What follows belongs to an exercise in optimizing a design on an open flow for small area, a short achievable clock period and few clock cycles per item; a production flow would make more cautious choices.
Function was not checked in any run shown here: the RTL went through the layout flow alone.
Power figures rest on the tool's default switching activity, not on a simulated workload.

==> design/flow/design.v <==
module lane_sig_unit (
    input  wire        clk,
    input  wire        rst,         
    input  wire        in_valid,
    output wire        in_ready,
    input  wire [1:0]  in_op,       
    input  wire [63:0] in_data,     
    input  wire [63:0] in_aux,      
    output wire        out_valid,
    input  wire        out_ready,
    output wire [63:0] out_data,
    output wire        out_ok
);
    localparam [1:0]  OP_BEGIN  = 2'd0;
    localparam [1:0]  OP_RESULT = 2'd1;
    localparam [1:0]  OP_DECODE = 2'd2;
    localparam [1:0]  OP_END    = 2'd3;
    localparam [18:0] CA  = 19'd58659;
    localparam [18:0] CM  = 19'd58658;
    localparam [15:0] K64 = 16'd24814;    
    function [15:0] ta1;
        input [3:0] v;
        reg [15:0] m;
        begin
            m = 16'h54aa; ta1[0] = m[v];
            m = 16'h66cc; ta1[1] = m[v];
            m = 16'h2c5a; ta1[2] = m[v];
            m = 16'h1dc6; ta1[3] = m[v];
            m = 16'hfc3e; ta1[4] = m[v];
            m = 16'h5754; ta1[5] = m[v];
            m = 16'hcd32; ta1[6] = m[v];
            m = 16'hc30e; ta1[7] = m[v];
            m = 16'h9454; ta1[8] = m[v];
            m = 16'h4d32; ta1[9] = m[v];
            m = 16'h97a4; ta1[10] = m[v];
            m = 16'hb292; ta1[11] = m[v];
            m = 16'h718e; ta1[12] = m[v];
            m = 16'ha4d4; ta1[13] = m[v];
            m = 16'h3918; ta1[14] = m[v];
            m = 16'hc1e0; ta1[15] = m[v];
        end
    endfunction
    function [15:0] tm1;
        input [3:0] v;
        reg [15:0] m;
        begin
            m = 16'haaaa; tm1[0] = m[v];
            m = 16'haa00; tm1[1] = m[v];
            m = 16'h00aa; tm1[2] = m[v];
            m = 16'h6666; tm1[3] = m[v];
            m = 16'hb4b4; tm1[4] = m[v];
            m = 16'h0b5e; tm1[5] = m[v];
            m = 16'h9932; tm1[6] = m[v];
            m = 16'h870e; tm1[7] = m[v];
            m = 16'he632; tm1[8] = m[v];
            m = 16'h610e; tm1[9] = m[v];
            m = 16'h8632; tm1[10] = m[v];
            m = 16'h610e; tm1[11] = m[v];
            m = 16'he0fe; tm1[12] = m[v];
            m = 16'h7932; tm1[13] = m[v];
            m = 16'h81c2; tm1[14] = m[v];
            m = 16'h54a8; tm1[15] = m[v];
        end
    endfunction
    function [15:0] ta2;
        input [3:0] v;
        reg [15:0] m;
        begin
            m = 16'h01fe; ta2[0] = m[v];
            m = 16'h5554; ta2[1] = m[v];
            m = 16'h9866; ta2[2] = m[v];
            m = 16'hb4d2; ta2[3] = m[v];
            m = 16'hd964; ta2[4] = m[v];
            m = 16'h1f86; ta2[5] = m[v];
            m = 16'he1f8; ta2[6] = m[v];
            m = 16'h54aa; ta2[7] = m[v];
            m = 16'hcd98; ta2[8] = m[v];
            m = 16'hc278; ta2[9] = m[v];
            m = 16'h94ac; ta2[10] = m[v];
            m = 16'he6ce; ta2[11] = m[v];
            m = 16'hf8f0; ta2[12] = m[v];
            m = 16'h5454; ta2[13] = m[v];
            m = 16'h3232; ta2[14] = m[v];
            m = 16'h0e0e; ta2[15] = m[v];
        end
    endfunction
    function [15:0] tm2;
        input [3:0] v;
        reg [15:0] m;
        begin
            m = 16'h0000; tm2[0] = m[v];
            m = 16'hd554; tm2[1] = m[v];
            m = 16'hcccc; tm2[2] = m[v];
            m = 16'h3c3c; tm2[3] = m[v];
            m = 16'h03fc; tm2[4] = m[v];
            m = 16'h2aa8; tm2[5] = m[v];
            m = 16'h4cce; tm2[6] = m[v];
            m = 16'hda5a; tm2[7] = m[v];
            m = 16'hec92; tm2[8] = m[v];
            m = 16'h8f1c; tm2[9] = m[v];
            m = 16'h701e; tm2[10] = m[v];
            m = 16'h7fe0; tm2[11] = m[v];
            m = 16'h2aaa; tm2[12] = m[v];
            m = 16'h9998; tm2[13] = m[v];
            m = 16'h8786; tm2[14] = m[v];
            m = 16'h807e; tm2[15] = m[v];
        end
    endfunction
    function [15:0] ta3;
        input [3:0] v;
        reg [15:0] m;
        begin
            m = 16'h0000; ta3[0] = m[v];
            m = 16'haaaa; ta3[1] = m[v];
            m = 16'h6666; ta3[2] = m[v];
            m = 16'hb4b4; ta3[3] = m[v];
            m = 16'hc738; ta3[4] = m[v];
            m = 16'had6a; ta3[5] = m[v];
            m = 16'h9ce6; ta3[6] = m[v];
            m = 16'h7c1e; ta3[7] = m[v];
            m = 16'ha954; ta3[8] = m[v];
            m = 16'h9b32; ta3[9] = m[v];
            m = 16'h2da4; ta3[10] = m[v];
            m = 16'hce38; ta3[11] = m[v];
            m = 16'h0fc0; ta3[12] = m[v];
            m = 16'hf000; ta3[13] = m[v];
            m = 16'h0000; ta3[14] = m[v];
            m = 16'h0000; ta3[15] = m[v];
        end
    endfunction
    function [15:0] tm3;
        input [3:0] v;
        reg [15:0] m;
        begin
            m = 16'h0000; tm3[0] = m[v];
            m = 16'h9554; tm3[1] = m[v];
            m = 16'h2666; tm3[2] = m[v];
            m = 16'h3878; tm3[3] = m[v];
            m = 16'h3f80; tm3[4] = m[v];
            m = 16'hfffe; tm3[5] = m[v];
            m = 16'hc000; tm3[6] = m[v];
            m = 16'h0000; tm3[7] = m[v];
            m = 16'h9554; tm3[8] = m[v];
            m = 16'h8ccc; tm3[9] = m[v];
            m = 16'h43c2; tm3[10] = m[v];
            m = 16'hffc0; tm3[11] = m[v];
            m = 16'h556a; tm3[12] = m[v];
            m = 16'h0cd8; tm3[13] = m[v];
            m = 16'hc3c6; tm3[14] = m[v];
            m = 16'hc03e; tm3[15] = m[v];
        end
    endfunction
    function [15:0] ta4;
        input [3:0] v;
        reg [15:0] m;
        begin
            m = 16'h83e0; ta4[0] = m[v];
            m = 16'hfc00; ta4[1] = m[v];
            m = 16'h83e0; ta4[2] = m[v];
            m = 16'h7fe0; ta4[3] = m[v];
            m = 16'hffe0; ta4[4] = m[v];
            m = 16'hd6aa; ta4[5] = m[v];
            m = 16'h4d86; ta4[6] = m[v];
            m = 16'h6934; ta4[7] = m[v];
            m = 16'h0dd8; ta4[8] = m[v];
            m = 16'h58aa; ta4[9] = m[v];
            m = 16'h4786; ta4[10] = m[v];
            m = 16'hc39e; ta4[11] = m[v];
            m = 16'h6ad4; ta4[12] = m[v];
            m = 16'h5a52; ta4[13] = m[v];
            m = 16'h1084; ta4[14] = m[v];
            m = 16'h6318; ta4[15] = m[v];
        end
    endfunction
    function [15:0] tm4;
        input [3:0] v;
        reg [15:0] m;
        begin
            m = 16'h0000; tm4[0] = m[v];
            m = 16'h5294; tm4[1] = m[v];
            m = 16'h9b26; tm4[2] = m[v];
            m = 16'h1c38; tm4[3] = m[v];
            m = 16'h1fc0; tm4[4] = m[v];
            m = 16'h183e; tm4[5] = m[v];
            m = 16'hb56a; tm4[6] = m[v];
            m = 16'h264c; tm4[7] = m[v];
            m = 16'h6ae4; tm4[8] = m[v];
            m = 16'hb4b6; tm4[9] = m[v];
            m = 16'h95ac; tm4[10] = m[v];
            m = 16'hdef6; tm4[11] = m[v];
            m = 16'h4d92; tm4[12] = m[v];
            m = 16'h911a; tm4[13] = m[v];
            m = 16'h4b48; tm4[14] = m[v];
            m = 16'h38c6; tm4[15] = m[v];
        end
    endfunction
    function [15:0] ta5;
        input [3:0] v;
        reg [15:0] m;
        begin
            m = 16'h4b4a; ta5[0] = m[v];
            m = 16'h38c6; ta5[1] = m[v];
            m = 16'h19de; ta5[2] = m[v];
            m = 16'h5294; ta5[3] = m[v];
            m = 16'hc9b2; ta5[4] = m[v];
            m = 16'h8cc4; ta5[5] = m[v];
            m = 16'hf0f8; ta5[6] = m[v];
            m = 16'h55aa; ta5[7] = m[v];
            m = 16'h872c; ta5[8] = m[v];
            m = 16'had7a; ta5[9] = m[v];
            m = 16'h7d06; ta5[10] = m[v];
            m = 16'h49b4; ta5[11] = m[v];
            m = 16'h2492; ta5[12] = m[v];
            m = 16'h026e; ta5[13] = m[v];
            m = 16'h5554; ta5[14] = m[v];
            m = 16'h9998; ta5[15] = m[v];
        end
    endfunction
    function [15:0] tm5;
        input [3:0] v;
        reg [15:0] m;
        begin
            m = 16'h0000; tm5[0] = m[v];
            m = 16'haaaa; tm5[1] = m[v];
            m = 16'h6666; tm5[2] = m[v];
            m = 16'hb4b4; tm5[3] = m[v];
            m = 16'hc738; tm5[4] = m[v];
            m = 16'h07c0; tm5[5] = m[v];
            m = 16'hf800; tm5[6] = m[v];
            m = 16'haaaa; tm5[7] = m[v];
            m = 16'h6666; tm5[8] = m[v];
            m = 16'h1e1e; tm5[9] = m[v];
            m = 16'hab54; tm5[10] = m[v];
            m = 16'h3398; tm5[11] = m[v];
            m = 16'hc3e0; tm5[12] = m[v];
            m = 16'hfc00; tm5[13] = m[v];
            m = 16'h0000; tm5[14] = m[v];
            m = 16'h0000; tm5[15] = m[v];
        end
    endfunction
    function [15:0] ta6;
        input [3:0] v;
        reg [15:0] m;
        begin
            m = 16'hf83e; ta6[0] = m[v];
            m = 16'h07fe; ta6[1] = m[v];
            m = 16'had6a; ta6[2] = m[v];
            m = 16'h364c; ta6[3] = m[v];
            m = 16'h3870; ta6[4] = m[v];
            m = 16'h6d14; ta6[5] = m[v];
            m = 16'he30c; ta6[6] = m[v];
            m = 16'he0fc; ta6[7] = m[v];
            m = 16'h4d68; ta6[8] = m[v];
            m = 16'h764e; ta6[9] = m[v];
            m = 16'h2ae4; ta6[10] = m[v];
            m = 16'hb4b6; ta6[11] = m[v];
            m = 16'h6d92; ta6[12] = m[v];
            m = 16'hb11a; ta6[13] = m[v];
            m = 16'h6b48; ta6[14] = m[v];
            m = 16'h18c6; ta6[15] = m[v];
        end
    endfunction
    function [15:0] tm6;
        input [3:0] v;
        reg [15:0] m;
        begin
            m = 16'h0000; tm6[0] = m[v];
            m = 16'he1e0; tm6[1] = m[v];
            m = 16'h1fe0; tm6[2] = m[v];
            m = 16'hffe0; tm6[3] = m[v];
            m = 16'hffe0; tm6[4] = m[v];
            m = 16'hb4aa; tm6[5] = m[v];
            m = 16'h6d86; tm6[6] = m[v];
            m = 16'h4934; tm6[7] = m[v];
            m = 16'h6fd8; tm6[8] = m[v];
            m = 16'h9000; tm6[9] = m[v];
            m = 16'he1e0; tm6[10] = m[v];
            m = 16'hb54a; tm6[11] = m[v];
            m = 16'h9326; tm6[12] = m[v];
            m = 16'h6efe; tm6[13] = m[v];
            m = 16'h5554; tm6[14] = m[v];
            m = 16'h9998; tm6[15] = m[v];
        end
    endfunction
    function [15:0] ta7;
        input [3:0] v;
        reg [15:0] m;
        begin
            m = 16'h5554; ta7[0] = m[v];
            m = 16'h9998; ta7[1] = m[v];
            m = 16'h1e1e; ta7[2] = m[v];
            m = 16'hb54a; ta7[3] = m[v];
            m = 16'h266c; ta7[4] = m[v];
            m = 16'h6d24; ta7[5] = m[v];
            m = 16'h49b6; ta7[6] = m[v];
            m = 16'h2492; ta7[7] = m[v];
            m = 16'h1c70; ta7[8] = m[v];
            m = 16'ha95a; ta7[9] = m[v];
            m = 16'h64c8; ta7[10] = m[v];
            m = 16'h1c38; ta7[11] = m[v];
            m = 16'h03f8; ta7[12] = m[v];
            m = 16'h0006; ta7[13] = m[v];
            m = 16'hfffe; ta7[14] = m[v];
            m = 16'hfffe; ta7[15] = m[v];
        end
    endfunction
    function [15:0] tm7;
        input [3:0] v;
        reg [15:0] m;
        begin
            m = 16'h0000; tm7[0] = m[v];
            m = 16'hfffe; tm7[1] = m[v];
            m = 16'h0000; tm7[2] = m[v];
            m = 16'haaaa; tm7[3] = m[v];
            m = 16'h6666; tm7[4] = m[v];
            m = 16'he1e0; tm7[5] = m[v];
            m = 16'h1fe0; tm7[6] = m[v];
            m = 16'h554a; tm7[7] = m[v];
            m = 16'hccd8; tm7[8] = m[v];
            m = 16'h9692; tm7[9] = m[v];
            m = 16'h18e2; tm7[10] = m[v];
            m = 16'he0fc; tm7[11] = m[v];
            m = 16'h55aa; tm7[12] = m[v];
            m = 16'h3398; tm7[13] = m[v];
            m = 16'h0f86; tm7[14] = m[v];
            m = 16'h007e; tm7[15] = m[v];
        end
    endfunction
    function [15:0] ta8;
        input [3:0] v;
        reg [15:0] m;
        begin
            m = 16'he07e; ta8[0] = m[v];
            m = 16'h1ffe; ta8[1] = m[v];
            m = 16'h1f80; ta8[2] = m[v];
            m = 16'he000; ta8[3] = m[v];
            m = 16'haaaa; ta8[4] = m[v];
            m = 16'h2cb2; ta8[5] = m[v];
            m = 16'hcf3c; ta8[6] = m[v];
            m = 16'ha56a; ta8[7] = m[v];
            m = 16'hd632; ta8[8] = m[v];
            m = 16'h4d16; ta8[9] = m[v];
            m = 16'h89da; ta8[10] = m[v];
            m = 16'hbb36; ta8[11] = m[v];
            m = 16'h870e; ta8[12] = m[v];
            m = 16'hca2a; ta8[13] = m[v];
            m = 16'ha698; ta8[14] = m[v];
            m = 16'h6186; ta8[15] = m[v];
        end
    endfunction
    function [15:0] tm8;
        input [3:0] v;
        reg [15:0] m;
        begin
            m = 16'h0000; tm8[0] = m[v];
            m = 16'h5554; tm8[1] = m[v];
            m = 16'h6666; tm8[2] = m[v];
            m = 16'h7878; tm8[3] = m[v];
            m = 16'h7f80; tm8[4] = m[v];
            m = 16'hd554; tm8[5] = m[v];
            m = 16'h6666; tm8[6] = m[v];
            m = 16'hd2d2; tm8[7] = m[v];
            m = 16'h649a; tm8[8] = m[v];
            m = 16'h871c; tm8[9] = m[v];
            m = 16'h52b4; tm8[10] = m[v];
            m = 16'h318c; tm8[11] = m[v];
            m = 16'hf07c; tm8[12] = m[v];
            m = 16'hf002; tm8[13] = m[v];
            m = 16'h0ffe; tm8[14] = m[v];
            m = 16'hfffe; tm8[15] = m[v];
        end
    endfunction
    function [15:0] ta9;
        input [3:0] v;
        reg [15:0] m;
        begin
            m = 16'h4d92; ta9[0] = m[v];
            m = 16'h6924; ta9[1] = m[v];
            m = 16'h6900; ta9[2] = m[v];
            m = 16'hc3aa; ta9[3] = m[v];
            m = 16'h8dcc; ta9[4] = m[v];
            m = 16'hbc62; ta9[5] = m[v];
            m = 16'h9b26; ta9[6] = m[v];
            m = 16'h2db4; ta9[7] = m[v];
            m = 16'h2900; ta9[8] = m[v];
            m = 16'h2900; ta9[9] = m[v];
            m = 16'hce38; ta9[10] = m[v];
            m = 16'h4252; ta9[11] = m[v];
            m = 16'hd936; ta9[12] = m[v];
            m = 16'h8a9c; ta9[13] = m[v];
            m = 16'h4672; ta9[14] = m[v];
            m = 16'h94a4; ta9[15] = m[v];
        end
    endfunction
    function [15:0] tm9;
        input [3:0] v;
        reg [15:0] m;
        begin
            m = 16'h0000; tm9[0] = m[v];
            m = 16'h1e1e; tm9[1] = m[v];
            m = 16'h1fe0; tm9[2] = m[v];
            m = 16'he000; tm9[3] = m[v];
            m = 16'h0000; tm9[4] = m[v];
            m = 16'hb4b4; tm9[5] = m[v];
            m = 16'hd926; tm9[6] = m[v];
            m = 16'h1e38; tm9[7] = m[v];
            m = 16'h01de; tm9[8] = m[v];
            m = 16'h4b4a; tm9[9] = m[v];
            m = 16'h8c72; tm9[10] = m[v];
            m = 16'hbb36; tm9[11] = m[v];
            m = 16'h2da4; tm9[12] = m[v];
            m = 16'hd026; tm9[13] = m[v];
            m = 16'haa8c; tm9[14] = m[v];
            m = 16'h6662; tm9[15] = m[v];
        end
    endfunction
    function [15:0] ta10;
        input [3:0] v;
        reg [15:0] m;
        begin
            m = 16'h0fc0; ta10[0] = m[v];
            m = 16'h5aaa; ta10[1] = m[v];
            m = 16'hc9a6; ta10[2] = m[v];
            m = 16'hc79e; ta10[3] = m[v];
            m = 16'hc07e; ta10[4] = m[v];
            m = 16'h303e; ta10[5] = m[v];
            m = 16'ha554; ta10[6] = m[v];
            m = 16'h9332; ta10[7] = m[v];
            m = 16'h80ce; ta10[8] = m[v];
            m = 16'h703e; ta10[9] = m[v];
            m = 16'h003e; ta10[10] = m[v];
            m = 16'ha554; ta10[11] = m[v];
            m = 16'h3998; ta10[12] = m[v];
            m = 16'h648a; ta10[13] = m[v];
            m = 16'h492c; ta10[14] = m[v];
            m = 16'h8e30; ta10[15] = m[v];
        end
    endfunction
    function [15:0] tm10;
        input [3:0] v;
        reg [15:0] m;
        begin
            m = 16'h0000; tm10[0] = m[v];
            m = 16'he1e0; tm10[1] = m[v];
            m = 16'h1fe0; tm10[2] = m[v];
            m = 16'h554a; tm10[3] = m[v];
            m = 16'h998c; tm10[4] = m[v];
            m = 16'h0010; tm10[5] = m[v];
            m = 16'h0000; tm10[6] = m[v];
            m = 16'haaaa; tm10[7] = m[v];
            m = 16'h2d2c; tm10[8] = m[v];
            m = 16'h857a; tm10[9] = m[v];
            m = 16'h7d06; tm10[10] = m[v];
            m = 16'h49b4; tm10[11] = m[v];
            m = 16'h2492; tm10[12] = m[v];
            m = 16'h026e; tm10[13] = m[v];
            m = 16'h5554; tm10[14] = m[v];
            m = 16'h9998; tm10[15] = m[v];
        end
    endfunction
    function [15:0] ta11;
        input [3:0] v;
        reg [15:0] m;
        begin
            m = 16'h94b4; ta11[0] = m[v];
            m = 16'h4d92; ta11[1] = m[v];
            m = 16'hfd90; ta11[2] = m[v];
            m = 16'h573a; ta11[3] = m[v];
            m = 16'h3376; ta11[4] = m[v];
            m = 16'h3110; ta11[5] = m[v];
            m = 16'h3110; ta11[6] = m[v];
            m = 16'h9bba; ta11[7] = m[v];
            m = 16'he3c2; ta11[8] = m[v];
            m = 16'hc21c; ta11[9] = m[v];
            m = 16'h9754; ta11[10] = m[v];
            m = 16'h8f2c; ta11[11] = m[v];
            m = 16'h2a56; ta11[12] = m[v];
            m = 16'h0d86; ta11[13] = m[v];
            m = 16'h5aac; ta11[14] = m[v];
            m = 16'hc662; ta11[15] = m[v];
        end
    endfunction
    function [15:0] tm11;
        input [3:0] v;
        reg [15:0] m;
        begin
            m = 16'h0000; tm11[0] = m[v];
            m = 16'hf83e; tm11[1] = m[v];
            m = 16'hffc0; tm11[2] = m[v];
            m = 16'haaaa; tm11[3] = m[v];
            m = 16'h6666; tm11[4] = m[v];
            m = 16'he620; tm11[5] = m[v];
            m = 16'he620; tm11[6] = m[v];
            m = 16'he620; tm11[7] = m[v];
            m = 16'h1e1e; tm11[8] = m[v];
            m = 16'hf9c0; tm11[9] = m[v];
            m = 16'h5294; tm11[10] = m[v];
            m = 16'h9b26; tm11[11] = m[v];
            m = 16'hb692; tm11[12] = m[v];
            m = 16'h231a; tm11[13] = m[v];
            m = 16'h6948; tm11[14] = m[v];
            m = 16'h18c6; tm11[15] = m[v];
        end
    endfunction
    function [15:0] ta12;
        input [3:0] v;
        reg [15:0] m;
        begin
            m = 16'hce18; ta12[0] = m[v];
            m = 16'hf0e0; ta12[1] = m[v];
            m = 16'h9bb2; ta12[2] = m[v];
            m = 16'h4996; ta12[3] = m[v];
            m = 16'h388e; ta12[4] = m[v];
            m = 16'hc966; ta12[5] = m[v];
            m = 16'h381e; ta12[6] = m[v];
            m = 16'h07fe; ta12[7] = m[v];
            m = 16'hcee6; ta12[8] = m[v];
            m = 16'h3e1e; ta12[9] = m[v];
            m = 16'h654c; ta12[10] = m[v];
            m = 16'hd2da; ta12[11] = m[v];
            m = 16'h31c6; ta12[12] = m[v];
            m = 16'h6b8c; ta12[13] = m[v];
            m = 16'h1842; ta12[14] = m[v];
            m = 16'had94; ta12[15] = m[v];
        end
    endfunction
    function [15:0] tm12;
        input [3:0] v;
        reg [15:0] m;
        begin
            m = 16'h0000; tm12[0] = m[v];
            m = 16'h9554; tm12[1] = m[v];
            m = 16'h8ccc; tm12[2] = m[v];
            m = 16'hd696; tm12[3] = m[v];
            m = 16'he718; tm12[4] = m[v];
            m = 16'h92b4; tm12[5] = m[v];
            m = 16'h718c; tm12[6] = m[v];
            m = 16'hf07c; tm12[7] = m[v];
            m = 16'h9aa8; tm12[8] = m[v];
            m = 16'h7664; tm12[9] = m[v];
            m = 16'h31e2; tm12[10] = m[v];
            m = 16'hcfe0; tm12[11] = m[v];
            m = 16'h554a; tm12[12] = m[v];
            m = 16'h0cd8; tm12[13] = m[v];
            m = 16'hc3c6; tm12[14] = m[v];
            m = 16'hc03e; tm12[15] = m[v];
        end
    endfunction
    function [15:0] hA;
        input [3:0] v;
        reg [15:0] m;
        begin
            m = 16'h54aa; hA[0] = m[v];
            m = 16'h66cc; hA[1] = m[v];
            m = 16'h2c5a; hA[2] = m[v];
            m = 16'h1dc6; hA[3] = m[v];
            m = 16'hfc3e; hA[4] = m[v];
            m = 16'h5754; hA[5] = m[v];
            m = 16'hcd32; hA[6] = m[v];
            m = 16'hc30e; hA[7] = m[v];
            m = 16'h9454; hA[8] = m[v];
            m = 16'h4d32; hA[9] = m[v];
            m = 16'h97a4; hA[10] = m[v];
            m = 16'hb292; hA[11] = m[v];
            m = 16'h718e; hA[12] = m[v];
            m = 16'ha4d4; hA[13] = m[v];
            m = 16'h3918; hA[14] = m[v];
            m = 16'hc1e0; hA[15] = m[v];
        end
    endfunction
    function [15:0] hM;
        input [3:0] v;
        reg [15:0] m;
        begin
            m = 16'h0000; hM[0] = m[v];
            m = 16'h54aa; hM[1] = m[v];
            m = 16'h3266; hM[2] = m[v];
            m = 16'h0e1e; hM[3] = m[v];
            m = 16'h01fe; hM[4] = m[v];
            m = 16'hab54; hM[5] = m[v];
            m = 16'h9932; hM[6] = m[v];
            m = 16'h870e; hM[7] = m[v];
            m = 16'hd454; hM[8] = m[v];
            m = 16'h4d32; hM[9] = m[v];
            m = 16'h97a4; hM[10] = m[v];
            m = 16'hb292; hM[11] = m[v];
            m = 16'h718e; hM[12] = m[v];
            m = 16'ha4d4; hM[13] = m[v];
            m = 16'h3918; hM[14] = m[v];
            m = 16'hc1e0; hM[15] = m[v];
        end
    endfunction
    reg        rdy;
    reg        v0;
    reg [1:0]  op0;
    reg [63:0] x0, a0;
    reg        v1, v2, v3, v4;
    reg [1:0]  op1, op2, op3, op4;
    reg [19:0] sa1, sb1;
    reg [15:0] lo1, lo2;
    reg        wf1, wf2;
    reg [17:0] vp2;
    reg [15:0] vr3;
    reg        wrap3;
    reg [15:0] rho4;
    reg [47:0] n_q;
    reg [15:0] dm_q;      
    reg [15:0] e_q;       
    reg [15:0] g_q;       
    reg [15:0] gn_q;      
    reg [63:0] sS;        
    reg        sc;
    reg        xs, xmv;
    reg [63:0] xr;
    reg [16:0] xm;
    reg [2:0]  ds;
    reg        dmv;
    reg [16:0] dmm;
    reg [3:0]  dcnt;
    reg [47:0] ddvd;
    reg [15:0] drem;
    reg        dsgn;
    reg [1:0]  dk;
    reg        dok;
    reg [1:0]  es;
    reg [4:0]  ecnt;
    reg [63:0] ek;
    reg [63:0] eacc;
    reg        ecar;
    reg [47:0] end_n;
    reg [63:0] end_s;
    reg        eok;
    reg [1:0]  eold;      
    reg [63:0] outq;
    reg        okq;
    reg        ov;
    wire is_beg0 = (op0 == OP_BEGIN);
    wire [15:0] lk1 = is_beg0 ? tm1(x0[3:0]) : ta1(x0[19:16]);
    wire [15:0] lk2 = is_beg0 ? tm2(x0[7:4]) : ta2(x0[23:20]);
    wire [15:0] lk3 = is_beg0 ? tm3(x0[11:8]) : ta3(x0[27:24]);
    wire [15:0] lk4 = is_beg0 ? tm4(x0[15:12]) : ta4(x0[31:28]);
    wire [15:0] lk5 = is_beg0 ? tm5(x0[19:16]) : ta5(x0[35:32]);
    wire [15:0] lk6 = is_beg0 ? tm6(x0[23:20]) : ta6(x0[39:36]);
    wire [15:0] lk7 = is_beg0 ? tm7(x0[27:24]) : ta7(x0[43:40]);
    wire [15:0] lk8 = is_beg0 ? tm8(x0[31:28]) : ta8(x0[47:44]);
    wire [15:0] lk9 = is_beg0 ? tm9(x0[35:32]) : ta9(x0[51:48]);
    wire [15:0] lk10 = is_beg0 ? tm10(x0[39:36]) : ta10(x0[55:52]);
    wire [15:0] lk11 = is_beg0 ? tm11(x0[43:40]) : ta11(x0[59:56]);
    wire [15:0] lk12 = is_beg0 ? tm12(x0[47:44]) : ta12(x0[63:60]);
    wire [19:0] t0 = is_beg0 ? 20'd0 : {4'd0, x0[15:0]};
    wire [19:0] t1 = {4'd0, lk1};
    wire [19:0] t2 = {4'd0, lk2};
    wire [19:0] t3 = {4'd0, lk3};
    wire [19:0] t4 = {4'd0, lk4};
    wire [19:0] t5 = {4'd0, lk5};
    wire [19:0] t6 = {4'd0, lk6};
    wire [19:0] t7 = {4'd0, lk7};
    wire [19:0] t8 = {4'd0, lk8};
    wire [19:0] t9 = {4'd0, lk9};
    wire [19:0] t10 = {4'd0, lk10};
    wire [19:0] t11 = {4'd0, lk11};
    wire [19:0] t12 = {4'd0, lk12};
    wire [19:0] rc_0_0s = t0 ^ t1 ^ t2;
    wire [19:0] rc_0_0m = (t0 & t1) | (t0 & t2) | (t1 & t2);
    wire [19:0] rc_0_0c = {rc_0_0m[18:0], 1'b0};
    wire [19:0] rc_0_1s = t3 ^ t4 ^ t5;
    wire [19:0] rc_0_1m = (t3 & t4) | (t3 & t5) | (t4 & t5);
    wire [19:0] rc_0_1c = {rc_0_1m[18:0], 1'b0};
    wire [19:0] rc_0_2s = t6 ^ t7 ^ t8;
    wire [19:0] rc_0_2m = (t6 & t7) | (t6 & t8) | (t7 & t8);
    wire [19:0] rc_0_2c = {rc_0_2m[18:0], 1'b0};
    wire [19:0] rc_0_3s = t9 ^ t10 ^ t11;
    wire [19:0] rc_0_3m = (t9 & t10) | (t9 & t11) | (t10 & t11);
    wire [19:0] rc_0_3c = {rc_0_3m[18:0], 1'b0};
    wire [19:0] rc_1_0s = rc_0_0s ^ rc_0_0c ^ rc_0_1s;
    wire [19:0] rc_1_0m = (rc_0_0s & rc_0_0c) | (rc_0_0s & rc_0_1s) | (rc_0_0c & rc_0_1s);
    wire [19:0] rc_1_0c = {rc_1_0m[18:0], 1'b0};
    wire [19:0] rc_1_1s = rc_0_1c ^ rc_0_2s ^ rc_0_2c;
    wire [19:0] rc_1_1m = (rc_0_1c & rc_0_2s) | (rc_0_1c & rc_0_2c) | (rc_0_2s & rc_0_2c);
    wire [19:0] rc_1_1c = {rc_1_1m[18:0], 1'b0};
    wire [19:0] rc_1_2s = rc_0_3s ^ rc_0_3c ^ t12;
    wire [19:0] rc_1_2m = (rc_0_3s & rc_0_3c) | (rc_0_3s & t12) | (rc_0_3c & t12);
    wire [19:0] rc_1_2c = {rc_1_2m[18:0], 1'b0};
    wire [19:0] rc_2_0s = rc_1_0s ^ rc_1_0c ^ rc_1_1s;
    wire [19:0] rc_2_0m = (rc_1_0s & rc_1_0c) | (rc_1_0s & rc_1_1s) | (rc_1_0c & rc_1_1s);
    wire [19:0] rc_2_0c = {rc_2_0m[18:0], 1'b0};
    wire [19:0] rc_2_1s = rc_1_1c ^ rc_1_2s ^ rc_1_2c;
    wire [19:0] rc_2_1m = (rc_1_1c & rc_1_2s) | (rc_1_1c & rc_1_2c) | (rc_1_2s & rc_1_2c);
    wire [19:0] rc_2_1c = {rc_2_1m[18:0], 1'b0};
    wire [19:0] rc_3_0s = rc_2_0s ^ rc_2_0c ^ rc_2_1s;
    wire [19:0] rc_3_0m = (rc_2_0s & rc_2_0c) | (rc_2_0s & rc_2_1s) | (rc_2_0c & rc_2_1s);
    wire [19:0] rc_3_0c = {rc_3_0m[18:0], 1'b0};
    wire [19:0] rc_4_0s = rc_3_0s ^ rc_3_0c ^ rc_2_1c;
    wire [19:0] rc_4_0m = (rc_3_0s & rc_3_0c) | (rc_3_0s & rc_2_1c) | (rc_3_0c & rc_2_1c);
    wire [19:0] rc_4_0c = {rc_4_0m[18:0], 1'b0};
    wire [19:0] csa_a = rc_4_0s;
    wire [19:0] csa_b = rc_4_0c;
    wire        is_beg1 = (op1 == OP_BEGIN);
    wire [3:0]  h0    = sa1[19:16] + sb1[19:16];
    wire [15:0] v_hi  = is_beg1 ? hM(h0) : hA(h0);
    wire [17:0] vp    = {2'b0, sa1[15:0]} + {2'b0, sb1[15:0]} + {2'b0, v_hi};
    wire        is_beg2 = (op2 == OP_BEGIN);
    wire [18:0] md1  = is_beg2 ? CM : CA;
    wire [18:0] md2  = is_beg2 ? (CM * 2) : (CA * 2);
    wire [18:0] md3  = is_beg2 ? (CM * 3) : (CA * 3);
    wire [18:0] vq1  = {1'b0, vp2} - md1;
    wire [18:0] vq2  = {1'b0, vp2} - md2;
    wire [18:0] vq3  = {1'b0, vp2} - md3;
    wire [15:0] vr   = !vq3[18] ? vq3[15:0] : !vq2[18] ? vq2[15:0] : !vq1[18] ? vq1[15:0] : vp2[15:0];
    wire        wrap = wf2 && (lo2 <= dm_q);
    wire [15:0] cadd = wrap3 ? g_q : e_q;               
    wire [15:0] csub = wrap3 ? gn_q : (dm_q + 16'd1);   
    wire [16:0] zc0  = {1'b0, vr3} + {1'b0, cadd};
    wire [16:0] zc1  = {1'b0, vr3} - {1'b0, csub};
    wire [15:0] rho  = zc1[16] ? zc0[15:0] : zc1[15:0];
    wire [15:0] e_new  = CM[15:0] - dm_q;
    wire [16:0] g_sub  = {1'b0, K64 - 16'd1} - {1'b0, dm_q};           
    wire [15:0] g_new  = g_sub[16] ? (g_sub[15:0] + CA[15:0]) : g_sub[15:0];
    wire [16:0] gn_sub = {1'b0, dm_q} + 17'd1 - {1'b0, K64};           
    wire [15:0] gn_new = (gn_sub[16] || (gn_sub == 17'd0)) ? (gn_sub[15:0] + CA[15:0]) : gn_sub[15:0];
    wire [63:0] f0 = {sS[23:0], (sc ? 9'd435 : 9'd0), 15'd0, rho4};
    wire [63:0] f1 = {sS[54:0], 9'd3};                   
    wire [63:0] f2 = {~sS[57:0], 6'h3f};
    wire [63:0] f3 = {~sS[59:0], 4'hf};
    wire [63:0] f4 = {sS[61:0], 2'b00};
    wire [63:0] f5 = ~sS;
    wire [63:0] fc_0_0s = f0 ^ f1 ^ f2;
    wire [63:0] fc_0_0m = (f0 & f1) | (f0 & f2) | (f1 & f2);
    wire [63:0] fc_0_0c = {fc_0_0m[62:0], 1'b0};
    wire [63:0] fc_0_1s = f3 ^ f4 ^ f5;
    wire [63:0] fc_0_1m = (f3 & f4) | (f3 & f5) | (f4 & f5);
    wire [63:0] fc_0_1c = {fc_0_1m[62:0], 1'b0};
    wire [63:0] fc_1_0s = fc_0_0s ^ fc_0_0c ^ fc_0_1s;
    wire [63:0] fc_1_0m = (fc_0_0s & fc_0_0c) | (fc_0_0s & fc_0_1s) | (fc_0_0c & fc_0_1s);
    wire [63:0] fc_1_0c = {fc_1_0m[62:0], 1'b0};
    wire [63:0] fc_2_0s = fc_1_0s ^ fc_1_0c ^ fc_0_1c;
    wire [63:0] fc_2_0m = (fc_1_0s & fc_1_0c) | (fc_1_0s & fc_0_1c) | (fc_1_0c & fc_0_1c);
    wire [63:0] fc_2_0c = {fc_2_0m[62:0], 1'b0};
    wire [63:0] fa_ = fc_2_0s;
    wire [63:0] fb_ = fc_2_0c;
    wire [31:0] flo = {1'b0, fa_[30:0]} + {1'b0, fb_[30:0]};
    wire [32:0] fhi = fa_[63:31] + fb_[63:31];
    wire [63:0] s_res = {sS[63:31] + {32'd0, sc}, sS[30:0]};
    wire [18:0] dx  = {drem, ddvd[47:45]};
    wire [19:0] dt1 = {1'b0, dx} - {1'b0, CA};
    wire [19:0] dt2 = {1'b0, dx} - (CA * 20'd2);
    wire [19:0] dt3 = {1'b0, dx} - (CA * 20'd3);
    wire [19:0] dt4 = {1'b0, dx} - (CA * 20'd4);
    wire [19:0] dt5 = {1'b0, dx} - (CA * 20'd5);
    wire [19:0] dt6 = {1'b0, dx} - (CA * 20'd6);
    wire [19:0] dt7 = {1'b0, dx} - (CA * 20'd7);
    reg  [2:0]  dqd;
    reg  [15:0] drn;
    always @* begin
        if (!dt7[19])      begin dqd = 3'd7; drn = dt7[15:0]; end
        else if (!dt6[19]) begin dqd = 3'd6; drn = dt6[15:0]; end
        else if (!dt5[19]) begin dqd = 3'd5; drn = dt5[15:0]; end
        else if (!dt4[19]) begin dqd = 3'd4; drn = dt4[15:0]; end
        else if (!dt3[19]) begin dqd = 3'd3; drn = dt3[15:0]; end
        else if (!dt2[19]) begin dqd = 3'd2; drn = dt2[15:0]; end
        else if (!dt1[19]) begin dqd = 3'd1; drn = dt1[15:0]; end
        else               begin dqd = 3'd0; drn = dx[15:0];  end
    end
    wire        mark2 = v2 && (op2 == OP_DECODE);
    wire [16:0] mnew  = {1'b0, lo2} + {1'b0, dm_q} + 17'd1;
    wire        dwrap  = drem[15] && (drem[14:0] == 15'd0) && (ddvd[47:17] == 31'd0) &&
                         ({ddvd[16:0]} < dmm);
    wire        dneg   = drem[15] && !dwrap;
    wire [18:0] dr0    = {3'b0, drem} - {2'b0, dmm};
    wire [18:0] dr1    = {3'b0, drem} + CA - {2'b0, dmm};
    wire [18:0] dr2    = {3'b0, drem} + (CA * 2) - {2'b0, dmm};
    wire [63:0] dq     = {{16{dsgn}}, ddvd};
    wire [2:0]  dq_lo  = {1'b0, dq[1:0]} - {1'b0, dk};
    wire [61:0] dq_hi  = dq[63:2] - {61'd0, dq_lo[2]};
    wire [63:0] er0 = ek & {64{end_n[0]}};
    wire [63:0] er1 = {ek[62:0], 1'b0} & {64{end_n[1]}};
    wire [63:0] eu  = eacc ^ er0 ^ er1;
    wire [63:0] evm = (eacc & er0) | (eacc & er1) | (er0 & er1);
    wire [63:0] ev  = {evm[62:0], 1'b0};
    wire [32:0] elo = {1'b0, eu[31:0]} + {1'b0, ev[31:0]};
    wire [31:0] ehi = eu[63:32] + ev[63:32] + {31'd0, ecar};
    wire fire = in_valid && rdy;
    wire take = ov && out_ready;
    function go_ok;
        input [1:0] f_op;
        input       f_b1;      
        input       f_b2;      
        input       f_b3;      
        input       f_xs;
        input [2:0] f_ds;
        input [1:0] f_es;
        case (f_op)
            OP_BEGIN:  go_ok = !f_b1 && !f_b2 && !f_b3;
            OP_RESULT: go_ok = 1'b1;
            OP_DECODE: go_ok = !f_xs || (f_ds == 3'd0);
            default:   go_ok = (f_es == 2'd0);
        endcase
    endfunction
    wire go0 = v0 && go_ok(op0, v1 && (op1 == OP_BEGIN), v2 && (op2 == OP_BEGIN), v3 && (op3 == OP_BEGIN),
                           xs, ds, es);
    wire s0_free = !v0 || go0;
    wire end_rel   = go0 && (op0 == OP_END);
    wire dec_rel   = go0 && (op0 == OP_DECODE);
    wire xfer_x    = (ds == 3'd0) && xs;                  
    wire load_s0   = (ds == 3'd0) && !xs && dec_rel;      
    wire dec_xfer  = (ds == 3'd4) && !ov && !((es != 2'd0) && (eold == 2'd0));
    wire end_xfer  = (es == 2'd3) && !ov && (eold == 2'd0);
    wire m_to_div  = mark2 && (((ds == 3'd1) && !dmv) || (xfer_x && !xmv));
    wire m_to_x    = mark2 && !m_to_div;
    reg       xs_n;
    reg [2:0] ds_n;
    reg [1:0] es_n;
    always @* begin
        xs_n = xs;
        if (dec_rel && !load_s0)             xs_n = 1'b1;
        else if (xfer_x)                     xs_n = 1'b0;
        ds_n = ds;
        case (ds)
            3'd0: if (xfer_x || load_s0)     ds_n = 3'd1;
            3'd1: if (dmv)                   ds_n = 3'd2;
            3'd2: if (dcnt == 4'd15)         ds_n = 3'd3;
            3'd3:                            ds_n = 3'd4;
            default: if (dec_xfer)           ds_n = 3'd0;
        endcase
        es_n = es;
        if (end_rel)                         es_n = 2'd1;
        else if ((es == 2'd1) && (ecnt == 5'd24)) es_n = 2'd2;
        else if (es == 2'd2)                 es_n = 2'd3;
        else if (end_xfer)                   es_n = 2'd0;
    end
    wire [1:0] nop   = fire ? in_op : op0;
    wire       nhold = fire || (v0 && !go0);
    wire       rdy_n = !nhold || go_ok(nop, go0 && (op0 == OP_BEGIN), v1 && (op1 == OP_BEGIN), v2 && (op2 == OP_BEGIN),
                                       xs_n, ds_n, es_n);
    always @(posedge clk) begin
        if (s0_free) begin
            op0 <= in_op;
            x0  <= in_data;
            a0  <= in_aux;
        end
        op1 <= op0;
        sa1 <= csa_a;
        sb1 <= csa_b;
        lo1 <= (op0 == OP_DECODE) ? a0[15:0] : x0[15:0];
        wf1 <= x0[63] && (x0[62:16] == 47'd0);
        op2 <= op1;
        vp2 <= vp;
        lo2 <= lo1;
        wf2 <= wf1;
        op3 <= op2;
        vr3 <= vr;
        wrap3 <= wrap;
        op4 <= op3;
        rho4 <= rho;
        if (dec_rel)
            xr <= x0;
        if (m_to_x)
            xm <= mnew;
        if (load_s0) begin
            {drem, ddvd} <= x0;
        end else if (xfer_x) begin
            {drem, ddvd} <= xr;
        end else if (ds == 3'd1) begin
            if (dmv) begin
                drem <= drem - (dneg ? 16'd6877 : 16'd0);
                dsgn <= dneg;
            end
        end else if (ds == 3'd2) begin
            drem <= drn;
            ddvd <= {ddvd[44:0], dqd};
        end
        if (ds == 3'd1)
            dcnt <= 4'd0;
        else
            dcnt <= dcnt + 4'd1;
        if (xfer_x)
            dmm <= xmv ? xm : mnew;
        else if (m_to_div)
            dmm <= mnew;
        if (ds == 3'd3) begin
            dk  <= !dr0[18] ? 2'd0 : !dr1[18] ? 2'd1 : !dr2[18] ? 2'd2 : 2'd3;
            dok <= (dr0 == 19'd0) || (dr1 == 19'd0) || (dr2 == 19'd0);
        end
        if (end_rel) begin
            ek    <= x0;
            eacc  <= a0;
            ecar  <= 1'b0;
            end_n <= n_q;
            ecnt  <= 5'd0;
        end else begin
            ek    <= {ek[61:0], 2'b00};
            eacc  <= {ehi, elo[31:0]};
            ecar  <= elo[32];
            end_n <= {2'b00, end_n[47:2]};
            ecnt  <= ecnt + 5'd1;
        end
        if (v4 && (op4 == OP_END))
            end_s <= s_res;
        if (es == 2'd2)
            eok <= (eacc == end_s);
        if (end_xfer) begin
            outq <= end_s;
            okq  <= eok;
        end else if (dec_xfer) begin
            outq <= {dq_hi, dq_lo[1:0]};
            okq  <= dok;
        end
        if (rst) begin
            rdy  <= 1'b1;
            v0   <= 1'b0;
            v1   <= 1'b0;
            v2   <= 1'b0;
            v3   <= 1'b0;
            v4   <= 1'b0;
            xs   <= 1'b0;
            xmv  <= 1'b0;
            dmv  <= 1'b0;
            ds   <= 3'd0;
            es   <= 2'd0;
            ov   <= 1'b0;
            n_q  <= 48'd0;
            sS   <= 64'd0;
            sc   <= 1'b0;
            dm_q <= 16'd0;
            e_q  <= CM[15:0];
            g_q  <= K64 - 16'd1;
            gn_q <= CA[15:0] - K64 + 16'd1;
        end else begin
            rdy <= rdy_n;
            if (rdy)
                v0 <= in_valid;
            else if (go0)
                v0 <= 1'b0;
            v1 <= go0;
            v2 <= v1;
            v3 <= v2;
            v4 <= v3;
            xs <= xs_n;
            ds <= ds_n;
            es <= es_n;
            ov <= (ov && !out_ready) || dec_xfer || end_xfer;
            if (m_to_x)
                xmv <= 1'b1;
            else if (dec_rel)
                xmv <= 1'b0;
            if (load_s0)
                dmv <= 1'b0;
            else if (xfer_x)
                dmv <= xmv || mark2;
            else if (m_to_div)
                dmv <= 1'b1;
            if (end_rel)
                eold <= {1'b0, (ds != 3'd0) && !dec_xfer} + {1'b0, xs};
            else if (dec_xfer && (eold != 2'd0))
                eold <= eold - 2'd1;
            if (go0 && (op0 == OP_BEGIN))
                n_q <= x0[47:0];
            if (v2 && is_beg2)
                dm_q <= vr;
            if (v3 && (op3 == OP_BEGIN)) begin
                e_q  <= e_new;
                g_q  <= g_new;
                gn_q <= gn_new;
            end
            if (v4) begin
                if (op4 == OP_BEGIN) begin
                    sS <= {16'd0, n_q};
                    sc <= 1'b0;
                end else if (op4 == OP_RESULT) begin
                    sS <= {fhi, flo[30:0]};
                    sc <= flo[31];
                end
            end
        end
    end
    assign in_ready  = rdy;
    assign out_valid = ov;
    assign out_data  = outq;
    assign out_ok    = okq;
endmodule
==> design/flow/run.sh <==
#!/bin/bash
# synth_recipe.tcl (not shown) runs the flow's synth.tcl, then flattens the netlist and writes it again
# the make line also repeats each setting of config.mk as NAME=value (left out here)
make -C /OpenROAD-flow-scripts/flow DESIGN_CONFIG=/design/flow/config.mk WORK_HOME=/design/flow/orfs CLKGATE_MAP_FILE= SYNTH_SCRIPT=/design/flow/synth_recipe.tcl finish
==> design/flow/config.mk <==
export PLATFORM = sky130hd
export DESIGN_NAME = lane_sig_unit
export DESIGN_NICKNAME = lane_sig_unit
export VERILOG_FILES = /design/flow/design.v
export SDC_FILE = /design/flow/constraint.sdc
export NUM_CORES = 4
export LEC_CHECK = 0
export CAP_MARGIN = 20
export CORE_MARGIN = 2
export CORE_UTILIZATION = 60
export PLACE_DENSITY = 0.72
export SLEW_MARGIN = 20
==> design/flow/constraint.sdc <==
create_clock -name core_clock -period 12.0 [get_ports {clk}]
set_input_delay 2.4000 -clock core_clock [delete_from_list [all_inputs] [get_ports {clk}]]
set_output_delay 2.4000 -clock core_clock [all_outputs]
set_load 0.01 [all_outputs]
==> impl_metrics.yaml, run 1 <==
status:
  run_status: "finished clean"
worst_setup_path:
  crit_family: "adder cells"
  crit_top_cell: "fa_1"
  arrival_ns: 6.74
  critical_path.slowest_cell: "edfxtp_1"
  worstPathRequired_ns: 12.58
  critPathBufInv: 4
  cp_slowest_stage_delay_ns: 0.79
  startpoint_type: "flop"
  worstSetupPathType: "flop to flop"
  crit_cells: 14
  crit_path_cell_trace: "inv_1, ha_1, nand2b_1, nor2_1, o311ai_0, o21ai_0, fa_1, inv_1, fa_1, inv_1, fa_1, fa_1, inv_1, fa_1"
  r2r_cells: 14
  crit_path_max_fanout: 14
  end_kind: "flop"
floorplanning:
  die_width_microns: 351.4
  num_io_pins: 201
  num_rows: 127
  dieHeight_microns: 351.4
  dieArea_sq_um: 123500
  start_util_pct: 60.44
  coreArea_sq_um: 119800
sta:
  holdWs_ns: 0.2774
  min_period_ns: 6.156
  fmax_mhz: 162.4
  report.final.hold_viol_count: 0
  tns_ns: 0
  slew_violations: 0
  post-route-period-util_pct: 51.30
  rsz0062_at_grt: "false"
  setup_violations: 0
  finClkSkew_ns: 0.07612
  relSlewSlack_pct: 18.43
  tightest_slew_ns: 1.211
power_and_ir_drop:
  power.leakage_nw: 32.65
  ir_drop_mv: 1.000
  pwr-share-seq_pct: 25.8
  total_power_mw: 16.99
  sw_frac_of_total_pct: 43.96
  clkPwrFrac_pct: 19.8
  p_int_mw: 9.518
  comb_power_share_pct: 54.4
  p_per_area_nw_per_um2: 213.8
  p_sw_mw: 7.467
flow_run:
  cap_violations: 0
grt:
  grt.met2_usage_pct: 60.55
  grt_overflow: 0
  grt_max_degree: 194
  grt-busiest-layer: "met2"
  grt_pass1_vias: 59562
  grt_util_met3_pct: 13.90
  grt_use_total_pct: 43.19
  grt_antenna_before_repair: 19
  grt_pass1_wl_mm: 391.7
  gr-usage-met1_pct: 59.79
synthesis:
  syn_nets: 9197
  synth_edf_count: 428
  yosys.area_share.adder_pct: 21.70
  yosysTopAreaCellShare_pct: 17.75
  synth_area_per_cell_sq_um: 8.935
  synthesis.area_sq_um: 72410
  yosys_register_bits: 935
  synth_xor_area_share_pct: 5.527
  synth_cell_types: 103
  synth-simple-area-share_pct: 15.67
  synth-main-ff-cell: "dfxtp_1"
  synth_top_family_by_area: "adder cells"
  synthCells: 8104
  muxShareOfSynthArea_pct: 1.743
  yosys_warnings: 1
  async_flop_share_pct: 0
  synth_compound_area_share_pct: 17.71
  yosysSeqAreaShare_pct: 31.77
  yosys-top-cells-area: "edfxtp_1, dfxtp_1, fa_1, ha_1, nand2_1"
  yosysTopAreaCell: "edfxtp_1"
cts:
  cts.sink_count: 935
  cts_buffer_depth: 3
  htreeDepth: 3
  worstSkewPairLatency_ns: 0.78
  cts_tree: "yes"
  cts_buffers: 102
  cts_hold_buffers: 0
  clk_pin_slew_worst_paths_ns: 0.06
  cts_resized: 0
  clockRootBuffer: "clkbuf_16"
  post_cts_buffers: 0
drt:
  wire_per_inst_microns: 27.56
  drc_errors: 0
  dr_total_vias: 63592
  drtAntennaViolNets: 0
  first_pass_iters: 9
  viasPerCell: 6.478
  drt_iter0_markers: 8927
  wl_mm: 270.5
finish:
  layout-drive-gt1-share_pct: 5.305
  finalInstanceArea_sq_um: 79430
  synthToLayoutAreaGrowth_pct: 9.693
  layout_commonest_cell: "nand2_1"
  post-route-util_pct: 66.30
  final_cell_mix: "nand2_1, inv_1, nor2_1"
  num-nets-final: 9205
placed_design:
  gp_congestion: 1.117
  portBuffers: 200
  hpwlAfterDp_mm: 210.5
  postPlaceCellArea_sq_um: 75820
hold_path:
  whs_path_depth: 0
  hp-class: "flop to flop"
## state kept, by name, summed over array words and instances, names as in the netlist, 17 cells and up
| register | cells |
|---|---|
| xm | 17 |
| end_n | 48 |
| xr | 64 |
| dmm | 17 |
| ddvd | 48 |
| sS | 64 |
| x0 | 64 |
| a0 | 64 |
| n_q | 48 |
| sa1 | 19 |
| vp2 | 18 |
| end_s | 64 |
| eacc | 64 |
| outq | 64 |
| sb1 | 17 |
| ek | 64 |
## layout make-up
class                   instances  area (sq um)
well taps                    1612          2017
multi-input cells            6050         45290
inverters                     710          2665
repair buffers                313          2870
clock buffers                 129          2836
diodes                          4         10.01
flip-flops and latches        935         23000
fillers                      9940         40380
clock inverters                63         739.5
## path summary, 6_finish.rpt
path	slack (ns)	start	end
worst min register to register	0.28	wf1	wf2
worst max-delay path	5.84	x0[41]	sa1[3]
worst max register to register	5.84	x0[41]	sa1[3]
worst min-delay path	0.28	wf1	wf2
## cell usage after synthesis, drive strengths merged, types with 152 or more instances
| cell type | number |
|---|---|
| nand2 | 1007 |
| inv | 694 |
| nor2 | 602 |
| a21oi | 591 |
| o21ai | 522 |
| dfxtp | 507 |
| fa | 491 |
| ha | 468 |
| edfxtp | 428 |
| clkbuf | 330 |
| xnor2 | 280 |
| xor2 | 177 |
| nor3 | 153 |
| and2 | 152 |
## per-stage QoR
stage,std cells,worst slack (ns)
after floorplan,8104,7.076
after global placement,9618,6.161
after detailed placement,9619,6.212
after CTS,9811,6.136
after global routing,9812,5.814
final,9816,5.844
## cells by family after synthesis
group | after synthesis
adder cells (fa/ha/maj) | 962
XOR/XNOR | 457
buffers and inverters | 1119
multiplexers | 112
flip-flops | 935
AO/OA/AOI/OAI | 2033
AND/OR/NAND/NOR | 2486
## routing by layer
metal  wire length, microns  share of wire, %
met1                 105700                39
met2                 110100                41
met3                  38620                14
met4                  15910               5.9
met5                    164             0.061
## power by group through the flow
stage	clock network [mW]	registers (mW)	logic, mW
finish	3.36	4.39	9.24
floorplan	0	4.14	6.66
detailed placement	0	4.42	9.00
global route	3.50	4.41	10.3
CTS	3.38	4.37	9.13
global placement	0	4.43	8.80
==> run 2, diff against run 1 <==
--- a/design/flow/design.v
+++ b/design/flow/design.v
@@ -596,2 +596,3 @@
     reg [63:0] x0, a0;
+    reg        bs0, bs1, bs2, bs3;
     reg        v1, v2, v3, v4;
@@ -622,2 +623,3 @@
     reg        dsgn;
+    reg        dhz;       
     reg [1:0]  dk;
@@ -630,5 +632,2 @@
     reg [47:0] end_n;
-    reg [63:0] end_s;
-    reg        eok;
-    reg [1:0]  eold;      
     reg [63:0] outq;
@@ -637,15 +636,15 @@
     wire is_beg0 = (op0 == OP_BEGIN);
-    wire [15:0] lk1 = is_beg0 ? tm1(x0[3:0]) : ta1(x0[19:16]);
-    wire [15:0] lk2 = is_beg0 ? tm2(x0[7:4]) : ta2(x0[23:20]);
-    wire [15:0] lk3 = is_beg0 ? tm3(x0[11:8]) : ta3(x0[27:24]);
-    wire [15:0] lk4 = is_beg0 ? tm4(x0[15:12]) : ta4(x0[31:28]);
-    wire [15:0] lk5 = is_beg0 ? tm5(x0[19:16]) : ta5(x0[35:32]);
-    wire [15:0] lk6 = is_beg0 ? tm6(x0[23:20]) : ta6(x0[39:36]);
-    wire [15:0] lk7 = is_beg0 ? tm7(x0[27:24]) : ta7(x0[43:40]);
-    wire [15:0] lk8 = is_beg0 ? tm8(x0[31:28]) : ta8(x0[47:44]);
-    wire [15:0] lk9 = is_beg0 ? tm9(x0[35:32]) : ta9(x0[51:48]);
-    wire [15:0] lk10 = is_beg0 ? tm10(x0[39:36]) : ta10(x0[55:52]);
-    wire [15:0] lk11 = is_beg0 ? tm11(x0[43:40]) : ta11(x0[59:56]);
-    wire [15:0] lk12 = is_beg0 ? tm12(x0[47:44]) : ta12(x0[63:60]);
-    wire [19:0] t0 = is_beg0 ? 20'd0 : {4'd0, x0[15:0]};
+    wire [15:0] lk1 = bs0 ? tm1(x0[19:16]) : ta1(x0[19:16]);
+    wire [15:0] lk2 = bs0 ? tm2(x0[23:20]) : ta2(x0[23:20]);
+    wire [15:0] lk3 = bs0 ? tm3(x0[27:24]) : ta3(x0[27:24]);
+    wire [15:0] lk4 = bs1 ? tm4(x0[31:28]) : ta4(x0[31:28]);
+    wire [15:0] lk5 = bs1 ? tm5(x0[35:32]) : ta5(x0[35:32]);
+    wire [15:0] lk6 = bs1 ? tm6(x0[39:36]) : ta6(x0[39:36]);
+    wire [15:0] lk7 = bs2 ? tm7(x0[43:40]) : ta7(x0[43:40]);
+    wire [15:0] lk8 = bs2 ? tm8(x0[47:44]) : ta8(x0[47:44]);
+    wire [15:0] lk9 = bs2 ? tm9(x0[51:48]) : ta9(x0[51:48]);
+    wire [15:0] lk10 = bs3 ? tm10(x0[55:52]) : ta10(x0[55:52]);
+    wire [15:0] lk11 = bs3 ? tm11(x0[59:56]) : ta11(x0[59:56]);
+    wire [15:0] lk12 = bs3 ? tm12(x0[63:60]) : ta12(x0[63:60]);
+    wire [19:0] t0 = {4'd0, x0[15:0]};    
     wire [19:0] t1 = {4'd0, lk1};
@@ -698,5 +697,5 @@
     wire        is_beg1 = (op1 == OP_BEGIN);
-    wire [3:0]  h0    = sa1[19:16] + sb1[19:16];
-    wire [15:0] v_hi  = is_beg1 ? hM(h0) : hA(h0);
-    wire [17:0] vp    = {2'b0, sa1[15:0]} + {2'b0, sb1[15:0]} + {2'b0, v_hi};
+    wire [15:0] v_ha  = is_beg1 ? hM(sa1[19:16]) : hA(sa1[19:16]);
+    wire [15:0] v_hb  = is_beg1 ? hM(sb1[19:16]) : hA(sb1[19:16]);
+    wire [17:0] vp    = {2'b0, sa1[15:0]} + {2'b0, sb1[15:0]} + {2'b0, v_ha} + {2'b0, v_hb};
     wire        is_beg2 = (op2 == OP_BEGIN);
@@ -707,4 +706,7 @@
     wire [18:0] vq2  = {1'b0, vp2} - md2;
+    wire [18:0] md4  = is_beg2 ? (CM * 4) : (CA * 4);
     wire [18:0] vq3  = {1'b0, vp2} - md3;
-    wire [15:0] vr   = !vq3[18] ? vq3[15:0] : !vq2[18] ? vq2[15:0] : !vq1[18] ? vq1[15:0] : vp2[15:0];
+    wire [18:0] vq4  = {1'b0, vp2} - md4;
+    wire [15:0] vr   = !vq4[18] ? vq4[15:0] : !vq3[18] ? vq3[15:0] : !vq2[18] ? vq2[15:0] :
+                       !vq1[18] ? vq1[15:0] : vp2[15:0];
     wire        wrap = wf2 && (lo2 <= dm_q);
@@ -765,4 +767,3 @@
     wire [16:0] mnew  = {1'b0, lo2} + {1'b0, dm_q} + 17'd1;
-    wire        dwrap  = drem[15] && (drem[14:0] == 15'd0) && (ddvd[47:17] == 31'd0) &&
-                         ({ddvd[16:0]} < dmm);
+    wire        dwrap  = drem[15] && dhz && ({ddvd[16:0]} < dmm);
     wire        dneg   = drem[15] && !dwrap;
@@ -791,2 +792,3 @@
         input [1:0] f_es;
+        input       f_ov;
         case (f_op)
@@ -795,3 +797,3 @@
             OP_DECODE: go_ok = !f_xs || (f_ds == 3'd0);
-            default:   go_ok = (f_es == 2'd0);
+            default:   go_ok = (f_es == 2'd0) && (f_ds == 3'd0) && !f_xs && !f_ov;
         endcase
@@ -799,3 +801,3 @@
     wire go0 = v0 && go_ok(op0, v1 && (op1 == OP_BEGIN), v2 && (op2 == OP_BEGIN), v3 && (op3 == OP_BEGIN),
-                           xs, ds, es);
+                           xs, ds, es, ov);
     wire s0_free = !v0 || go0;
@@ -805,4 +807,3 @@
     wire load_s0   = (ds == 3'd0) && !xs && dec_rel;      
-    wire dec_xfer  = (ds == 3'd4) && !ov && !((es != 2'd0) && (eold == 2'd0));
-    wire end_xfer  = (es == 2'd3) && !ov && (eold == 2'd0);
+    wire dec_xfer  = (ds == 3'd4) && !ov && (es == 2'd0);
     wire m_to_div  = mark2 && (((ds == 3'd1) && !dmv) || (xfer_x && !xmv));
@@ -812,2 +813,3 @@
     reg [1:0] es_n;
+    reg       ov_n;
     always @* begin
@@ -819,6 +821,8 @@
             3'd0: if (xfer_x || load_s0)     ds_n = 3'd1;
-            3'd1: if (dmv)                   ds_n = 3'd2;
+            3'd1: if (dmv)                   ds_n = 3'd5;
+            3'd5:                            ds_n = 3'd2;
             3'd2: if (dcnt == 4'd15)         ds_n = 3'd3;
             3'd3:                            ds_n = 3'd4;
-            default: if (dec_xfer)           ds_n = 3'd0;
+            3'd4: if (dec_xfer)              ds_n = 3'd0;
+            default:                         ds_n = ds;
         endcase
@@ -828,3 +832,4 @@
         else if (es == 2'd2)                 es_n = 2'd3;
-        else if (end_xfer)                   es_n = 2'd0;
+        else if ((es == 2'd3) && take)       es_n = 2'd0;
+        ov_n = (ov && !out_ready) || dec_xfer || (es == 2'd2);
     end
@@ -833,3 +838,3 @@
     wire       rdy_n = !nhold || go_ok(nop, go0 && (op0 == OP_BEGIN), v1 && (op1 == OP_BEGIN), v2 && (op2 == OP_BEGIN),
-                                       xs_n, ds_n, es_n);
+                                       xs_n, ds_n, es_n, ov_n);
     always @(posedge clk) begin
@@ -837,4 +842,8 @@
             op0 <= in_op;
-            x0  <= in_data;
+            x0  <= (in_op == OP_BEGIN) ? {in_data[47:0], 16'd0} : in_data;
             a0  <= in_aux;
+            bs0 <= (in_op == OP_BEGIN);
+            bs1 <= (in_op == OP_BEGIN) || (in_op == OP_DECODE);
+            bs2 <= (in_op == OP_BEGIN) || (in_op == OP_END);
+            bs3 <= (in_op != OP_RESULT);
         end
@@ -860,9 +869,11 @@
             {drem, ddvd} <= x0;
+            dhz <= (x0[62:17] == 46'd0);
         end else if (xfer_x) begin
             {drem, ddvd} <= xr;
+            dhz <= (xr[62:17] == 46'd0);
         end else if (ds == 3'd1) begin
-            if (dmv) begin
-                drem <= drem - (dneg ? 16'd6877 : 16'd0);
+            if (dmv)
                 dsgn <= dneg;
-            end
+        end else if (ds == 3'd5) begin
+            drem <= drem - (dsgn ? 16'd6877 : 16'd0);
         end else if (ds == 3'd2) begin
@@ -871,3 +882,3 @@
         end
-        if (ds == 3'd1)
+        if (ds == 3'd5)
             dcnt <= 4'd0;
@@ -897,12 +908,9 @@
         if (v4 && (op4 == OP_END))
-            end_s <= s_res;
-        if (es == 2'd2)
-            eok <= (eacc == end_s);
-        if (end_xfer) begin
-            outq <= end_s;
-            okq  <= eok;
-        end else if (dec_xfer) begin
+            outq <= s_res;
+        else if (dec_xfer)
             outq <= {dq_hi, dq_lo[1:0]};
-            okq  <= dok;
-        end
+        if (es == 2'd2)
+            okq <= (eacc == outq);
+        else if (dec_xfer)
+            okq <= dok;
         if (rst) begin
@@ -940,3 +948,3 @@
             es <= es_n;
-            ov <= (ov && !out_ready) || dec_xfer || end_xfer;
+            ov <= ov_n;
             if (m_to_x)
@@ -951,8 +959,4 @@
                 dmv <= 1'b1;
-            if (end_rel)
-                eold <= {1'b0, (ds != 3'd0) && !dec_xfer} + {1'b0, xs};
-            else if (dec_xfer && (eold != 2'd0))
-                eold <= eold - 2'd1;
             if (go0 && (op0 == OP_BEGIN))
-                n_q <= x0[47:0];
+                n_q <= x0[63:16];
             if (v2 && is_beg2)
==> impl_metrics.yaml, run 2 <==
status:
  run_status: "finished clean"
worst_setup_path:
  crit_path_cell_trace: "inv_1, fa_1, inv_1, fa_1, inv_1, fa_1, ha_1, fa_1, a211oi_1, o21ai_0, a311o_1, a221oi_1, o21a_1, o41a_1, o211ai_1, a21oi_1, xor2_1, o21ai_0"
  r2r-start: "sS[27]"
  worstSetupPathType: "flop to flop"
  startpoint_type: "flop"
  end_kind: "flop"
  arrival_ns: 6.68
  crit_path_max_fanout: 5
  worstPathRequired_ns: 12.63
  cp_slowest_stage_delay_ns: 0.85
  crit_top_cell: "fa_1"
  critical_path.slowest_cell: "a221oi_1"
  crit_start: "sS[27]"
floorplanning:
  num_rows: 127
  dieArea_sq_um: 124300
  start_util_pct: 60.62
  coreArea_sq_um: 120300
  num_io_pins: 201
  dieHeight_microns: 352.6
  die_width_microns: 352.6
grt:
  grt_max_degree: 180
  grt_use_total_pct: 41.87
  grt_antenna_before_repair: 18
  grt_overflow: 0
  grt_pass1_vias: 59442
  grt_pass1_wl_mm: 389.5
sta:
  holdWs_ns: 0.3157
  post-route-period-util_pct: 50.42
  setup_violations: 0
  report.final.hold_viol_count: 0
  fmax_mhz: 165.3
  tightest_slew_ns: 1.231
  relSlewSlack_pct: 16.89
  min_period_ns: 6.050
  tns_ns: 0
  rsz0062_at_grt: "false"
  slew_violations: 0
  finClkSkew_ns: 0.05536
  fin_ws_ns: 5.950
drt:
  drtAntennaViolNets: 0
  wl_mm: 264.4
  wire_per_inst_microns: 26.53
  drc_errors: 0
  dr_total_vias: 63845
  viasPerCell: 6.408
  first_pass_iters: 8
  drt_iter0_markers: 9078
power_and_ir_drop:
  power.leakage_nw: 32.95
  p_sw_mw: 7.489
  clkPwrFrac_pct: 18.9
  ir_drop_mv: 0.6921
  comb_power_share_pct: 55.8
  p_per_area_nw_per_um2: 211.8
  pwr-share-seq_pct: 25.3
  p_int_mw: 9.330
  sw_frac_of_total_pct: 44.53
cts:
  cts_hold_buffers: 0
  worstSkewPairLatency_ns: 0.76
  htreeDepth: 3
  cts.sink_count: 873
  post_cts_buffers: 0
  cts_resized: 0
  cts_tree: "yes"
  clockRootBuffer: "clkbuf_16"
  cts_buffers: 97
  clk_pin_slew_worst_paths_ns: 0.07
  cts_buffer_depth: 3
finish:
  fin_cells: 9964
  synthToLayoutAreaGrowth_pct: 8.906
  layout_commonest_cell: "nand2_1"
  num-nets-final: 9410
  layout-drive-gt1-share_pct: 5.308
  finalInstanceArea_sq_um: 79410
  final_cell_mix: "nand2_1, inv_1, a21oi_1"
hold_path:
  hp-start: "lo1[0]"
  hp-class: "flop to flop"
synthesis:
  syn_nets: 9485
  synth_edf_count: 366
  yosysMostFrequentCell: "nand2_1"
  synth-main-ff-cell: "dfxtp_1"
  synth_cell_types: 98
  async_flop_share_pct: 0
  yosysSeqAreaShare_pct: 28.99
  yosys_register_bits: 873
  synthesis.area_sq_um: 72910
  yosys_warnings: 1
  yosysTopAreaCell: "edfxtp_1"
  yosysTopAreaCellShare_pct: 15.07
  synthCells: 8338
  synth_area_per_cell_sq_um: 8.745
  ys_top_cells_by_count: "nand2_1, inv_1, a21oi_1, nor2_1, o21ai_0"
  yosys-top-cells-area: "edfxtp_1, dfxtp_1, fa_1, ha_1, nand2_1"
flow_run:
  cap_violations: 0
placed_design:
  postPlaceCellArea_sq_um: 76010
  placedCellCount: 9776
  hpwlAfterDp_mm: 206.3
  gp_congestion: 1.075
  post-place-ws_ns: 6.049
  portBuffers: 200
-- run 2: cell types whose count changed after synthesis, moves of 15 or more --
cell and change:
xor2_1 -35, inv_1 +58, o21a_1 -27, a21oi_1 +72, clkbuf_1 +73, ha_1 +39
mux2_2 +46, mux2i_1 +27, nand2_1 -37, fa_1 +15, edfxtp_1 -62, nor3_1 -32
xnor2_1 +28, nor2_1 +29
-- run 2: kinds of logic after synthesis --
| kind of cell | after synthesis | synth area share, % |
|---|---|---|
| muxes | 194 | 3.091 |
| AOI/OAI and AO/OA | 2099 | 17.90 |
| buffers and inverters | 1243 | 6.442 |
| and+or+nand+nor | 2463 | 15.54 |
| DFF | 873 | 28.99 |
| adders and majority gates | 1016 | 22.63 |
| xor gates and xnor gates | 450 | 5.405 |
-- run 2: final timing paths --
kind         cells past startpoint  endpoint  slack [ns]
max                             18    sS[61]        5.95
min                              0    lo2[0]        0.32
max reg2reg                     18    sS[61]        5.95
min reg2reg                      0    lo2[0]        0.32
-- run 2: critical path: cells and delay by family (launching register included) --
family	cells	cell delay [ns]
flops	1	0.46
buf+inv	3	0.29
xor+xnor	1	0.15
compound gates	9	2.70
fa+ha+maj	5	2.29
-- run 2: cell type report --
| cell class | count | area (sq um) |
|---|---|---|
| diodes | 6 | 15.01 |
| clock buffers | 131 | 2780 |
| clock inverters | 51 | 600.6 |
| fillers | 10011 | 40880 |
| inverters | 772 | 2898 |
| multi-input cells | 6222 | 47200 |
| flip-flops and latches | 873 | 21140 |
| well taps | 1612 | 2017 |
| repair buffers | 297 | 2753 |
-- run 2: metrics by stage --
step           power, mW  utilization, %
2_1_floorplan      10.78               -
3_3_place_gp       13.22           63.19
4_1_cts            16.69           66.00
5_1_grt            18.08           66.01
6_report           16.82           66.01
3_5_place_dp       13.51           63.19
-- run 2: power by group through the flow --
| stage | Sequential [mW] | Clock (mW) | Combinational, mW |
|---|---|---|---|
| final | 4.26 | 3.18 | 9.38 |
| after global routing | 4.28 | 3.30 | 10.5 |
| after CTS | 4.24 | 3.19 | 9.26 |
| after detailed placement | 4.29 | 0 | 9.22 |
| after global placement | 4.30 | 0 | 8.92 |
| after floorplan | 3.93 | 0 | 6.85 |
-- run 2: routing by layer --
metal | track usage [%] | part of all wire [%]
met4 | 20.76 | 6.0
met5 | 0 | 0.026
met3 | 12.52 | 13
met2 | 58.83 | 41
met1 | 58.54 | 40

==> re-timing with driven ports <==
Ports are ideal in the flow. The routed layouts listed here were re-timed in OpenROAD. Step 1: set_driving_cell puts a clkbuf_16 on clk and a buf_2 on each other input, an assumption about the parent block. Step 2 adds t to the input delays and takes it off the output delays; t is the mean of the earliest and latest rising clock arrival at the registers after step 1. Input paths then give back, and output paths get back, about the clock's delay inside the block. Slacks: ideal / step 1 / step 2; pairs: ideal / step 1.
run	shift t [ns]	setup slack, ns	latest minus earliest clock arrival (ns)	worst slew at a driven data input, ns	pins driven straight from the clock port
run 1	0.822	5.844 / 5.844 / 5.844	0.076 / 0.076	0.06	1
run 2	0.812	5.950 / 5.950 / 5.950	0.055 / 0.056	0.11	1
After both steps setup and hold are still met in every run listed.
